Context: an optimization exercise on an open-source flow, tuned for small area, a short achievable clock period and few clock cycles. The choices shown serve that exercise and are no tape-out recipe. In this exercise RTL edits were held to simulation tests only and were not proved equivalent to the original.

==> inputs of job 4709 <==
==> flow/design.v <==
module wacc8 (
    input  wire         clk,
    input  wire         rst,           
    input  wire         in_valid,
    output wire         in_ready,
    input  wire         in_first,      
    input  wire         in_last,       
    input  wire [2:0]   in_fmt_a,      
    input  wire [2:0]   in_fmt_b,
    input  wire [63:0]  in_a,          
    input  wire [63:0]  in_b,
    input  wire [7:0]   in_scale_a,    
    input  wire [7:0]   in_scale_b,
    input  wire [9:0]   in_anchor,     
    input  wire [127:0] in_init,       
    output wire         out_valid,
    output wire [127:0] out_word,
    output wire         out_ovf,       
    output wire         out_span       
);
    localparam ACC_W = 113;
    localparam BW    = 69;             
    function [68:0] add69;
        input [68:0] x, y;
        reg [68:0] p, gg, pp;
        integer l, j;
        begin
            p = x ^ y; gg = x & y; pp = p;
            for (l = 0; l < 7; l = l + 1)
                for (j = (2 << l) - 1; j < 69; j = j + (2 << l)) begin
                    gg[j] = gg[j] | (pp[j] & gg[j - (1 << l)]);
                    pp[j] = pp[j] & pp[j - (1 << l)];
                end
            for (l = 5; l >= 0; l = l - 1)
                for (j = 3 * (1 << l) - 1; j < 69; j = j + (2 << l)) begin
                    gg[j] = gg[j] | (pp[j] & gg[j - (1 << l)]);
                    pp[j] = pp[j] & pp[j - (1 << l)];
                end
            add69 = p ^ {gg[67:0], 1'b0};
        end
    endfunction
    function [112:0] add113;
        input [112:0] x, y;
        reg [112:0] p, gg, pp;
        integer l, j;
        begin
            p = x ^ y; gg = x & y; pp = p;
            for (l = 0; l < 7; l = l + 1)
                for (j = (2 << l) - 1; j < 113; j = j + (2 << l)) begin
                    gg[j] = gg[j] | (pp[j] & gg[j - (1 << l)]);
                    pp[j] = pp[j] & pp[j - (1 << l)];
                end
            for (l = 5; l >= 0; l = l - 1)
                for (j = 3 * (1 << l) - 1; j < 113; j = j + (2 << l)) begin
                    gg[j] = gg[j] | (pp[j] & gg[j - (1 << l)]);
                    pp[j] = pp[j] & pp[j - (1 << l)];
                end
            add113 = p ^ {gg[111:0], 1'b0};
        end
    endfunction
    function [4:0] fmt1h;
        input [2:0] f;
        case (f)
            3'd1:    fmt1h = 5'b00010;
            3'd2:    fmt1h = 5'b00100;
            3'd3:    fmt1h = 5'b01000;
            3'd4:    fmt1h = 5'b10000;
            default: fmt1h = 5'b00001;
        endcase
    endfunction
    function [5:0] fmt_off;
        input [4:0] F;
        fmt_off = ({6{F[0]}} & 6'd6) | ({6{F[1]}} & 6'h3F) | ({6{F[2]}} & 6'd12)
                | ({6{F[3]}} & 6'd11) | ({6{F[4]}} & 6'd14);
    endfunction
    function [12:0] decode;            
        input [7:0] x;
        input [4:0] F;
        reg g02, g13;
        reg [4:0] e;
        reg ez, h, nan4, e31, spc;
        reg [3:0] sig;
        reg s;
        begin
            g02 = F[0] | F[2];
            g13 = F[1] | F[3];
            e[0] = g02 & x[3] | g13 & x[2] | F[4] & x[1];
            e[1] = g02 & x[4] | g13 & x[3] | F[4] & x[2];
            e[2] = F[0] & x[5] | g13 & x[4];
            e[3] = F[0] & x[6] | F[1] & x[5];
            e[4] = F[1] & x[6];
            ez   = ~|e;
            h    = ~ez;
            nan4 = &x[6:0];
            e31  = &x[6:2];
            spc  = F[0] & nan4 | F[1] & e31;
            s    = ((F[0] | F[1]) & x[7]) | ((F[2] | F[3]) & x[5]) | (F[4] & x[3]);
            sig[3] = g02 & h & ~spc;
            sig[2] = (g02 & x[2] | g13 & h) & ~spc;
            sig[1] = (F[4] ? h : x[1]) & ~spc;
            sig[0] = x[0] & ~spc;
            decode = {F[0] & nan4 | F[1] & e31 & (x[1] | x[0]),
                      F[1] & e31 & ~x[1] & ~x[0], spc, s, e[4:1], e[0] | ez, sig};
        end
    endfunction
    function [7:0] mul4;
        input [3:0] a, b;
        reg [7:0] r0, r1, r2, r3, s1, c1, s2, c2;
        reg c;
        integer k;
        begin
            r0 = {4'b0, a & {4{b[0]}}};
            r1 = {3'b0, a & {4{b[1]}}, 1'b0};
            r2 = {2'b0, a & {4{b[2]}}, 2'b0};
            r3 = {1'b0, a & {4{b[3]}}, 3'b0};
            s1 = r0 ^ r1 ^ r2;
            c1 = ((r0 & r1) | (r0 & r2) | (r1 & r2)) << 1;
            s2 = s1 ^ c1 ^ r3;
            c2 = ((s1 & c1) | (s1 & r3) | (c1 & r3)) << 1;
            c = 1'b0;
            for (k = 0; k < 8; k = k + 1) begin
                mul4[k] = s2[k] ^ c2[k] ^ c;
                c = (s2[k] & c2[k]) | (s2[k] & c) | (c2[k] & c);
            end
        end
    endfunction
    function [5:0] add3s;
        input [4:0] a, b;
        input [5:0] k;
        reg [5:0] s, c;
        reg cc;
        integer j;
        begin
            s = {k[5], a ^ b ^ k[4:0]};
            c = {(a & b) | (a & k[4:0]) | (b & k[4:0]), 1'b0};
            cc = 1'b0;
            for (j = 0; j < 6; j = j + 1) begin
                add3s[j] = s[j] ^ c[j] ^ cc;
                cc = (s[j] & c[j]) | (s[j] & cc) | (c[j] & cc);
            end
        end
    endfunction
    function [65:0] shl66;
        input [8:0] v;
        input [5:0] n;
        reg [9:0]  w1;
        reg [11:0] w2;
        reg [15:0] w3;
        reg [7:0]  hot;
        reg [8:0]  fill;
        integer j, m;
        begin
            w1 = n[0] ? {v, 1'b0}   : {v[8], v};
            w2 = n[1] ? {w1, 2'b0}  : {{2{w1[9]}}, w1};
            w3 = n[2] ? {w2, 4'b0}  : {{4{w2[11]}}, w2};
            for (m = 0; m < 8; m = m + 1)
                hot[m] = (n[5:3] == m);
            for (m = 0; m < 9; m = m + 1)
                fill[m] = (m >= 2) && (n[5:3] <= m - 2) && w3[15];
            for (j = 0; j < 66; j = j + 1) begin
                shl66[j] = fill[j / 8];
                for (m = 0; m < 8; m = m + 1)
                    if (j - 8 * m >= 0 && j - 8 * m < 16)
                        shl66[j] = shl66[j] | (hot[m] & w3[j - 8 * m]);
            end
        end
    endfunction
    function [2*BW-1:0] csa;           
        input [BW-1:0] x, y, z;
        reg [BW-1:0] s, c;
        begin
            s = x ^ y ^ z;
            c = (x & y) | (x & z) | (y & z);
            csa = {c[BW-2:0], 1'b0, s};
        end
    endfunction
    reg         ready_q, expf_q;
    reg         v0, f0, l0;
    reg [2:0]   fa0, fb0;
    reg [63:0]  a0, b0;
    reg [7:0]   sa0, sb0;
    reg [9:0]   anc0;
    reg [114:0] init_q;                
    assign in_ready = ready_q;
    wire take    = in_valid & ready_q;
    wire f0_nx   = take & in_first;
    wire expf_nx = take ? in_last : expf_q;
    always @(posedge clk) begin
        ready_q <= rst | ~(expf_nx & (f0_nx | f0));
        expf_q  <= rst | expf_nx;
        v0  <= take & ~rst;
        f0  <= f0_nx & ~rst;
        l0  <= take & in_last & ~rst;
        fa0 <= in_fmt_a;
        fb0 <= in_fmt_b;
        a0  <= in_a;
        b0  <= in_b;
        sa0 <= in_scale_a;
        sb0 <= in_scale_b;
        anc0 <= in_anchor;
        if (ready_q & expf_q)
            init_q <= {in_init[127:125], in_init[111:0]};
    end
    reg  [9:0]  anc_q;                 
    wire [9:0]  anc_cur  = f0 ? anc0 : anc_q;
    wire        scale_nan = (sa0 == 8'hFF) | (sb0 == 8'hFF);
    wire [11:0] d = {4'd0, sa0} + {4'd0, sb0} - 12'd223 - {{2{anc_cur[9]}}, anc_cur};
    wire        in_win   = ~d[11] & (d[10:5] == 6'd0);
    wire        use_beat = v0 & ~scale_nan & in_win;
    wire [4:0]  fa1h = fmt1h(fa0);
    wire [4:0]  fb1h = fmt1h(fb0);
    wire [5:0]  kbeat = fmt_off(fa1h) + fmt_off(fb1h) + {5'd0, d[0]};
    reg [71:0] pv_n;                   
    reg [47:0] sh_n;                   
    reg        beat_nan, beat_pinf, beat_ninf;
    integer i, k;
    reg [12:0] da, db;
    reg        za, zb, sp, anyl;
    reg [7:0]  pm;
    always @* begin
        beat_nan  = 1'b0;
        beat_pinf = 1'b0;
        beat_ninf = 1'b0;
        for (i = 0; i < 8; i = i + 1) begin
            da = decode(a0[8*i +: 8], fa1h);
            db = decode(b0[8*i +: 8], fb1h);
            za = (da[3:0] == 4'd0) & ~da[11];
            zb = (db[3:0] == 4'd0) & ~db[11];
            sp = da[9] ^ db[9];
            if (da[12] | db[12]) begin
                beat_nan = 1'b1;
            end else if (da[11] | db[11]) begin
                if (za | zb)
                    beat_nan = 1'b1;
                else if (sp)
                    beat_ninf = 1'b1;
                else
                    beat_pinf = 1'b1;
            end
            pm = mul4(da[3:0], db[3:0]) & {8{use_beat}};
            anyl = 1'b0;
            for (k = 0; k < 8; k = k + 1) begin
                pv_n[9*i + k] = pm[k] ^ (sp & anyl);
                anyl = anyl | pm[k];
            end
            pv_n[9*i + 8] = sp & anyl;
            sh_n[6*i +: 6] = add3s(da[8:4], db[8:4], kbeat);
        end
    end
    reg          v1, f1, l1;
    reg [71:0]   pv1;
    reg [47:0]   sh1;
    reg [3:0]    dh1;
    reg          nan1, pinf1, ninf1, span1;
    always @(posedge clk) begin
        anc_q <= anc_cur;
        v1    <= v0 & ~rst;
        f1    <= f0 & ~rst;
        l1    <= l0 & ~rst;
        pv1   <= pv_n;
        sh1   <= sh_n;
        dh1   <= d[4:1];
        nan1  <= v0 & (scale_nan | (use_beat & beat_nan));
        pinf1 <= use_beat & beat_pinf;
        ninf1 <= use_beat & beat_ninf;
        span1 <= v0 & ~scale_nan & ~in_win;
    end
    reg [BW-1:0] t [0:7];
    reg [65:0]   tt;
    always @* begin
        for (i = 0; i < 8; i = i + 1) begin
            tt = shl66(pv1[9*i +: 9], sh1[6*i +: 6]);
            t[i] = {3'b000, ~tt[65], tt[64:0]};
        end
    end
    wire [2*BW-1:0] r1a = csa(t[0], t[1], t[2]);
    wire [2*BW-1:0] r1b = csa(t[3], t[4], t[5]);
    wire [2*BW-1:0] r2a = csa(r1a[BW-1:0], r1a[2*BW-1:BW], r1b[BW-1:0]);
    wire [2*BW-1:0] r2b = csa(r1b[2*BW-1:BW], t[6], t[7]);
    wire [2*BW-1:0] r3  = csa(r2a[BW-1:0], r2a[2*BW-1:BW], r2b[BW-1:0]);
    wire [2*BW-1:0] r4  = csa(r3[BW-1:0], r3[2*BW-1:BW], r2b[2*BW-1:BW]);
    wire [BW-1:0]   bsum = add69(r4[BW-1:0], r4[2*BW-1:BW]) ^ {1'b1, {(BW-1){1'b0}}};
    reg          v2, f2, l2;
    reg [BW-1:0] bs2;
    reg [3:0]    dh2;
    reg          nan2, pinf2, ninf2, span2;
    reg [9:0]    anc2;
    always @(posedge clk) begin
        v2    <= v1 & ~rst;
        f2    <= f1 & ~rst;
        l2    <= l1 & ~rst;
        bs2   <= bsum;
        dh2   <= dh1;
        nan2  <= nan1;
        pinf2 <= pinf1;
        ninf2 <= ninf1;
        span2 <= span1;
        anc2  <= anc_q;
    end
    reg [ACC_W-1:0] acc_q;
    reg             nan_q, nanw_q, pinf_q, ninf_q, span_q, ovf_q, ov_q;
    reg [9:0]       anc3;
    wire [ACC_W-1:0] contrib  = {{(ACC_W-BW){bs2[BW-1]}}, bs2} << {dh2, 1'b0};
    wire [ACC_W-1:0] acc_base = f2 ? {init_q[111], init_q[111:0]} : acc_q;
    wire [ACC_W-1:0] acc_next = add113(acc_base, contrib);
    wire             nan_next = (f2 ? init_q[112] : nan_q) | nan2;
    wire             ovf_next = acc_next[ACC_W-1] ^ acc_next[ACC_W-2];
    always @(posedge clk) begin
        acc_q  <= acc_next;
        nan_q  <= nan_next;
        nanw_q <= nan_next | ovf_next;
        pinf_q <= (f2 ? init_q[113] : pinf_q) | pinf2;
        ninf_q <= (f2 ? init_q[114] : ninf_q) | ninf2;
        span_q <= (~f2 & span_q) | span2;
        ovf_q  <= ovf_next;
        anc3   <= anc2;
        ov_q   <= v2 & l2 & ~rst;
    end
    assign out_valid = ov_q;
    assign out_word  = {ninf_q, pinf_q, nanw_q, 3'd1, anc3, acc_q[111:0]};
    assign out_ovf   = ovf_q;
    assign out_span  = span_q;
endmodule
==> flow/flow/run.sh <==
#!/bin/bash
set -euo pipefail
work=$(pwd)
synth="$work/synth_recipe.tcl"
if grep -q 'yosys synth -nofsm -noshare ' "$work/synth_recipe.tcl"; then
    sed 's/yosys synth -nofsm -noshare /yosys synth -nofsm -noshare -noabc /' \
        "$work/synth_recipe.tcl" > "$work/flow_synth.tcl"
    synth="$work/flow_synth.tcl"
fi
export BUFFER_PORTS_ARGS="-buffer_cell sky130_fd_sc_hd__buf_2"
bash standard.sh SYNTH_SCRIPT="$synth" finish > standard.log 2>&1
==> flow/standard.sh <==
#!/bin/bash
# synth_recipe.tcl (not shown) runs the flow's synth.tcl, then flattens the netlist and writes it again
# the make line also repeats each setting of config.mk as NAME=value (left out here)
make -C /OpenROAD-flow-scripts/flow DESIGN_CONFIG=/design/flow/config.mk WORK_HOME=/design/flow/orfs CLKGATE_MAP_FILE= SYNTH_SCRIPT=/design/flow/synth_recipe.tcl "${@:-finish}"
==> flow/config.mk <==
export PLATFORM = sky130hd
export DESIGN_NAME = wacc8
export DESIGN_NICKNAME = wacc8
export VERILOG_FILES = /design/flow/design.v
export SDC_FILE = /design/flow/constraint.sdc
export NUM_CORES = 4
export LEC_CHECK = 0
export CAP_MARGIN = 20
export CORE_MARGIN = 2
export CORE_UTILIZATION = 40
export SLEW_MARGIN = 20
==> flow/constraint.sdc <==
create_clock -name core_clock -period 36.0 [get_ports {clk}]
set_input_delay 7.2000 -clock core_clock [delete_from_list [all_inputs] [get_ports {clk}]]
set_output_delay 7.2000 -clock core_clock [all_outputs]
set_load 0.01 [all_outputs]
==> job 2599: changes against job 4709 <==
--- a/flow/design.v
+++ b/flow/design.v
@@ -19,24 +19,24 @@
     output wire         out_span       
 );
     localparam ACC_W = 113;
-    localparam BW    = 69;             
-    function [68:0] add69;
-        input [68:0] x, y;
-        reg [68:0] p, gg, pp;
+    localparam BW    = 71;             
+    function [70:0] add71;
+        input [70:0] x, y;
+        reg [70:0] p, gg, pp;
         integer l, j;
         begin
             p = x ^ y; gg = x & y; pp = p;
             for (l = 0; l < 7; l = l + 1)
-                for (j = (2 << l) - 1; j < 69; j = j + (2 << l)) begin
+                for (j = (2 << l) - 1; j < 71; j = j + (2 << l)) begin
                     gg[j] = gg[j] | (pp[j] & gg[j - (1 << l)]);
                     pp[j] = pp[j] & pp[j - (1 << l)];
                 end
             for (l = 5; l >= 0; l = l - 1)
-                for (j = 3 * (1 << l) - 1; j < 69; j = j + (2 << l)) begin
+                for (j = 3 * (1 << l) - 1; j < 71; j = j + (2 << l)) begin
                     gg[j] = gg[j] | (pp[j] & gg[j - (1 << l)]);
                     pp[j] = pp[j] & pp[j - (1 << l)];
                 end
-            add69 = p ^ {gg[67:0], 1'b0};
+            add71 = p ^ {gg[69:0], 1'b0};
         end
     endfunction
     function [112:0] add113;
@@ -140,28 +140,24 @@
             end
         end
     endfunction
-    function [65:0] shl66;
-        input [8:0] v;
-        input [5:0] n;
-        reg [9:0]  w1;
-        reg [11:0] w2;
+    function [67:0] shl68;
+        input [11:0] w2;
+        input [5:2] n;
         reg [15:0] w3;
         reg [7:0]  hot;
         reg [8:0]  fill;
         integer j, m;
         begin
-            w1 = n[0] ? {v, 1'b0}   : {v[8], v};
-            w2 = n[1] ? {w1, 2'b0}  : {{2{w1[9]}}, w1};
             w3 = n[2] ? {w2, 4'b0}  : {{4{w2[11]}}, w2};
             for (m = 0; m < 8; m = m + 1)
                 hot[m] = (n[5:3] == m);
             for (m = 0; m < 9; m = m + 1)
                 fill[m] = (m >= 2) && (n[5:3] <= m - 2) && w3[15];
-            for (j = 0; j < 66; j = j + 1) begin
-                shl66[j] = fill[j / 8];
+            for (j = 0; j < 68; j = j + 1) begin
+                shl68[j] = fill[j / 8];
                 for (m = 0; m < 8; m = m + 1)
                     if (j - 8 * m >= 0 && j - 8 * m < 16)
-                        shl66[j] = shl66[j] | (hot[m] & w3[j - 8 * m]);
+                        shl68[j] = shl68[j] | (hot[m] & w3[j - 8 * m]);
             end
         end
     endfunction
@@ -174,6 +170,38 @@
             csa = {c[BW-2:0], 1'b0, s};
         end
     endfunction
+    function [11:0] add12r;
+        input [11:0] x, y, z, k;
+        reg [11:0] s1, c1, s2, c2;
+        reg c;
+        integer j;
+        begin
+            s1 = x ^ y ^ z;
+            c1 = ((x & y) | (x & z) | (y & z)) << 1;
+            s2 = s1 ^ c1 ^ k;
+            c2 = ((s1 & c1) | (s1 & k) | (c1 & k)) << 1;
+            c = 1'b0;
+            for (j = 0; j < 12; j = j + 1) begin
+                add12r[j] = s2[j] ^ c2[j] ^ c;
+                c = (s2[j] & c2[j]) | (s2[j] & c) | (c2[j] & c);
+            end
+        end
+    endfunction
+    function [5:0] add6r;
+        input [5:0] x, y, z;
+        reg [5:0] s1, c1;
+        reg c;
+        integer j;
+        begin
+            s1 = x ^ y ^ z;
+            c1 = ((x & y) | (x & z) | (y & z)) << 1;
+            c = 1'b0;
+            for (j = 0; j < 6; j = j + 1) begin
+                add6r[j] = s1[j] ^ c1[j] ^ c;
+                c = (s1[j] & c1[j]) | (s1[j] & c) | (c1[j] & c);
+            end
+        end
+    endfunction
     reg         ready_q, expf_q;
     reg         v0, f0, l0;
     reg [2:0]   fa0, fb0;
@@ -204,19 +232,22 @@
     reg  [9:0]  anc_q;                 
     wire [9:0]  anc_cur  = f0 ? anc0 : anc_q;
     wire        scale_nan = (sa0 == 8'hFF) | (sb0 == 8'hFF);
-    wire [11:0] d = {4'd0, sa0} + {4'd0, sb0} - 12'd223 - {{2{anc_cur[9]}}, anc_cur};
+    wire [11:0] d = add12r({4'd0, sa0}, {4'd0, sb0}, ~{{2{anc_cur[9]}}, anc_cur}, 12'd3874);
     wire        in_win   = ~d[11] & (d[10:5] == 6'd0);
     wire        use_beat = v0 & ~scale_nan & in_win;
     wire [4:0]  fa1h = fmt1h(fa0);
     wire [4:0]  fb1h = fmt1h(fb0);
-    wire [5:0]  kbeat = fmt_off(fa1h) + fmt_off(fb1h) + {5'd0, d[0]};
-    reg [71:0] pv_n;                   
-    reg [47:0] sh_n;                   
+    wire [5:0]  kbeat = add6r(fmt_off(fa1h), fmt_off(fb1h), {4'd0, d[1:0]});
+    reg [95:0] pv_n;                   
+    reg [31:0] sh_n;                   
     reg        beat_nan, beat_pinf, beat_ninf;
     integer i, k;
     reg [12:0] da, db;
     reg        za, zb, sp, anyl;
     reg [7:0]  pm;
+    reg [8:0]  pv;
+    reg [5:0]  sh;
+    reg [9:0]  w1;
     always @* begin
         beat_nan  = 1'b0;
         beat_pinf = 1'b0;
@@ -240,17 +271,20 @@
             pm = mul4(da[3:0], db[3:0]) & {8{use_beat}};
             anyl = 1'b0;
             for (k = 0; k < 8; k = k + 1) begin
-                pv_n[9*i + k] = pm[k] ^ (sp & anyl);
+                pv[k] = pm[k] ^ (sp & anyl);
                 anyl = anyl | pm[k];
             end
-            pv_n[9*i + 8] = sp & anyl;
-            sh_n[6*i +: 6] = add3s(da[8:4], db[8:4], kbeat);
+            pv[8] = sp & anyl;
+            sh = add3s(da[8:4], db[8:4], kbeat);
+            w1 = {sh[0] ? pv : {pv[8], pv[8:1]}, pv[0] & ~sh[0]};
+            pv_n[12*i +: 12] = {sh[1] ? w1 : {{2{w1[9]}}, w1[9:2]}, w1[1:0] & {2{~sh[1]}}};
+            sh_n[4*i +: 4]   = sh[5:2];
         end
     end
     reg          v1, f1, l1;
-    reg [71:0]   pv1;
-    reg [47:0]   sh1;
-    reg [3:0]    dh1;
+    reg [95:0]   pv1;
+    reg [31:0]   sh1;
+    reg [2:0]    dh1;
     reg          nan1, pinf1, ninf1, span1;
     always @(posedge clk) begin
         anc_q <= anc_cur;
@@ -259,18 +293,18 @@
         l1    <= l0 & ~rst;
         pv1   <= pv_n;
         sh1   <= sh_n;
-        dh1   <= d[4:1];
+        dh1   <= d[4:2];
         nan1  <= v0 & (scale_nan | (use_beat & beat_nan));
         pinf1 <= use_beat & beat_pinf;
         ninf1 <= use_beat & beat_ninf;
         span1 <= v0 & ~scale_nan & ~in_win;
     end
     reg [BW-1:0] t [0:7];
-    reg [65:0]   tt;
+    reg [67:0]   tt;
     always @* begin
         for (i = 0; i < 8; i = i + 1) begin
-            tt = shl66(pv1[9*i +: 9], sh1[6*i +: 6]);
-            t[i] = {3'b000, ~tt[65], tt[64:0]};
+            tt = shl68(pv1[12*i +: 12], sh1[4*i +: 4]);
+            t[i] = {3'b000, ~tt[67], tt[66:0]};
         end
     end
     wire [2*BW-1:0] r1a = csa(t[0], t[1], t[2]);
@@ -279,10 +313,10 @@
     wire [2*BW-1:0] r2b = csa(r1b[2*BW-1:BW], t[6], t[7]);
     wire [2*BW-1:0] r3  = csa(r2a[BW-1:0], r2a[2*BW-1:BW], r2b[BW-1:0]);
     wire [2*BW-1:0] r4  = csa(r3[BW-1:0], r3[2*BW-1:BW], r2b[2*BW-1:BW]);
-    wire [BW-1:0]   bsum = add69(r4[BW-1:0], r4[2*BW-1:BW]) ^ {1'b1, {(BW-1){1'b0}}};
+    wire [BW-1:0]   bsum = add71(r4[BW-1:0], r4[2*BW-1:BW]) ^ {1'b1, {(BW-1){1'b0}}};
     reg          v2, f2, l2;
     reg [BW-1:0] bs2;
-    reg [3:0]    dh2;
+    reg [2:0]    dh2;
     reg          nan2, pinf2, ninf2, span2;
     reg [9:0]    anc2;
     always @(posedge clk) begin
@@ -300,7 +334,7 @@
     reg [ACC_W-1:0] acc_q;
     reg             nan_q, nanw_q, pinf_q, ninf_q, span_q, ovf_q, ov_q;
     reg [9:0]       anc3;
-    wire [ACC_W-1:0] contrib  = {{(ACC_W-BW){bs2[BW-1]}}, bs2} << {dh2, 1'b0};
+    wire [ACC_W-1:0] contrib  = {{(ACC_W-BW){bs2[BW-1]}}, bs2} << {dh2, 2'b00};
     wire [ACC_W-1:0] acc_base = f2 ? {init_q[111], init_q[111:0]} : acc_q;
     wire [ACC_W-1:0] acc_next = add113(acc_base, contrib);
     wire             nan_next = (f2 ? init_q[112] : nan_q) | nan2;
--- a/flow/flow/run.sh
+++ b/flow/flow/run.sh
@@ -7,5 +7,7 @@
         "$work/synth_recipe.tcl" > "$work/flow_synth.tcl"
     synth="$work/flow_synth.tcl"
 fi
-export BUFFER_PORTS_ARGS="-buffer_cell sky130_fd_sc_hd__buf_2"
-bash standard.sh SYNTH_SCRIPT="$synth" finish > standard.log 2>&1
+export DONT_BUFFER_PORTS=1
+export PRE_GLOBAL_PLACE_TCL="$work/flow/ports_pre.tcl"
+export POST_GLOBAL_PLACE_TCL="$work/flow/ports_post.tcl"
+bash standard.sh SYNTH_SCRIPT="$synth" REMOVE_ABC_BUFFERS=1 finish > standard.log 2>&1
==> flow/flow/ports_post.tcl (new file) <==
# Runs after global placement (POST_GLOBAL_PLACE_TCL): the port buffers may be
# resized again from here on.
unset_dont_touch $::my_port_buffers
==> flow/flow/ports_pre.tcl (new file) <==
# Runs before global placement (PRE_GLOBAL_PLACE_TCL). Every I/O port gets its
# own buffer, as in the standard flow: buf_1 cells on the inputs (each drives
# one register nearby) and buf_2 cells on the outputs (they drive the output
# load). They are marked dont_touch until global placement ends, so that the
# remove_buffers call of timing-driven placement keeps them.
set ::my_cells_before [get_cells *]
buffer_ports -inputs -buffer_cell sky130_fd_sc_hd__buf_1
buffer_ports -outputs -buffer_cell sky130_fd_sc_hd__buf_2
set ::my_port_buffers [get_cells {input* output*}]
puts "port buffers: [llength $::my_port_buffers] (cells [llength $::my_cells_before] -> [llength [get_cells *]])"
set_dont_touch $::my_port_buffers
ABC_AREA = 1   (was not set)
CORE_UTILIZATION = 55   (was 40)
CTS_CLUSTER_DIAMETER = 150   (was not set)
CTS_CLUSTER_SIZE = 20   (was not set)
==> summary.txt <==
Inserted Clock Buffers: job 4709 76; job 2599 39
Core footprint: job 4709 139,000 um2; job 2599 95,300 um2
Global routing usage summed across all routing layers: job 4709 27.7%; job 2599 36.5%
Fin nets: job 4709 7,174; job 2599 7,474
Number of inverters outside the clock class in the layout: job 4709 192; job 2599 519
DR iter-0 viols: job 4709 3,928; job 2599 4,360
Type of the worst setup path: job 4709 reg -> reg; job 2599 reg -> out
Simple logic cell fraction of the synthesized area: job 4709 13.1%; job 2599 19.2%
Fraction of synthesized area in multiplexers: job 4709 9.95%; job 2599 0.980%
Run status: job 4709 timing/DRC/antenna clean; job 2599 timing/DRC/antenna clean
Via count of the first global-routing pass: job 4709 44,400; job 2599 44,600
Netlist cell types: job 4709 84; job 2599 65
Post-synthesis to final-layout area growth: job 4709 10.0%; job 2599 5.55%
Last element of the critical path: job 4709 bs2[66]; job 2599 out_word[79]
Testbench counts of job 4709, summed over its fixed seeds: cycles 19,324.
Testbench counts of job 2599, summed over its fixed seeds: cycles 19,324.

==> separate check: timing with driven ports <==
The results above use ideal ports. As a check the final layouts listed here were re-extracted and re-timed, cells and wires unchanged.
Step 1 sets driving cells, clkbuf_16 on the clock port and buf_2 on the other inputs (assumed; they add their load-dependent delay and slew).
Step 2, shift: input delay + t, output delay - t, t = (earliest + latest rising clock arrival at the registers) / 2. This alone moves slack from input paths to output paths.
a / b / c = no drivers / after step 1 / after step 2; a / b = the first two.
run	shift t [ns]	setup slack, ns	worst hold slack (ns)	worst register clock-pin slew, ns
job 4709	0.776	27.309 / 27.309 / 27.309	0.304 / 0.304 / 0.304	0.08 / 0.08
job 2599	0.698	27.633 / 27.555 / 28.038	0.319 / 0.319 / 0.319	0.10 / 0.10
After both steps every run listed still meets setup and hold.
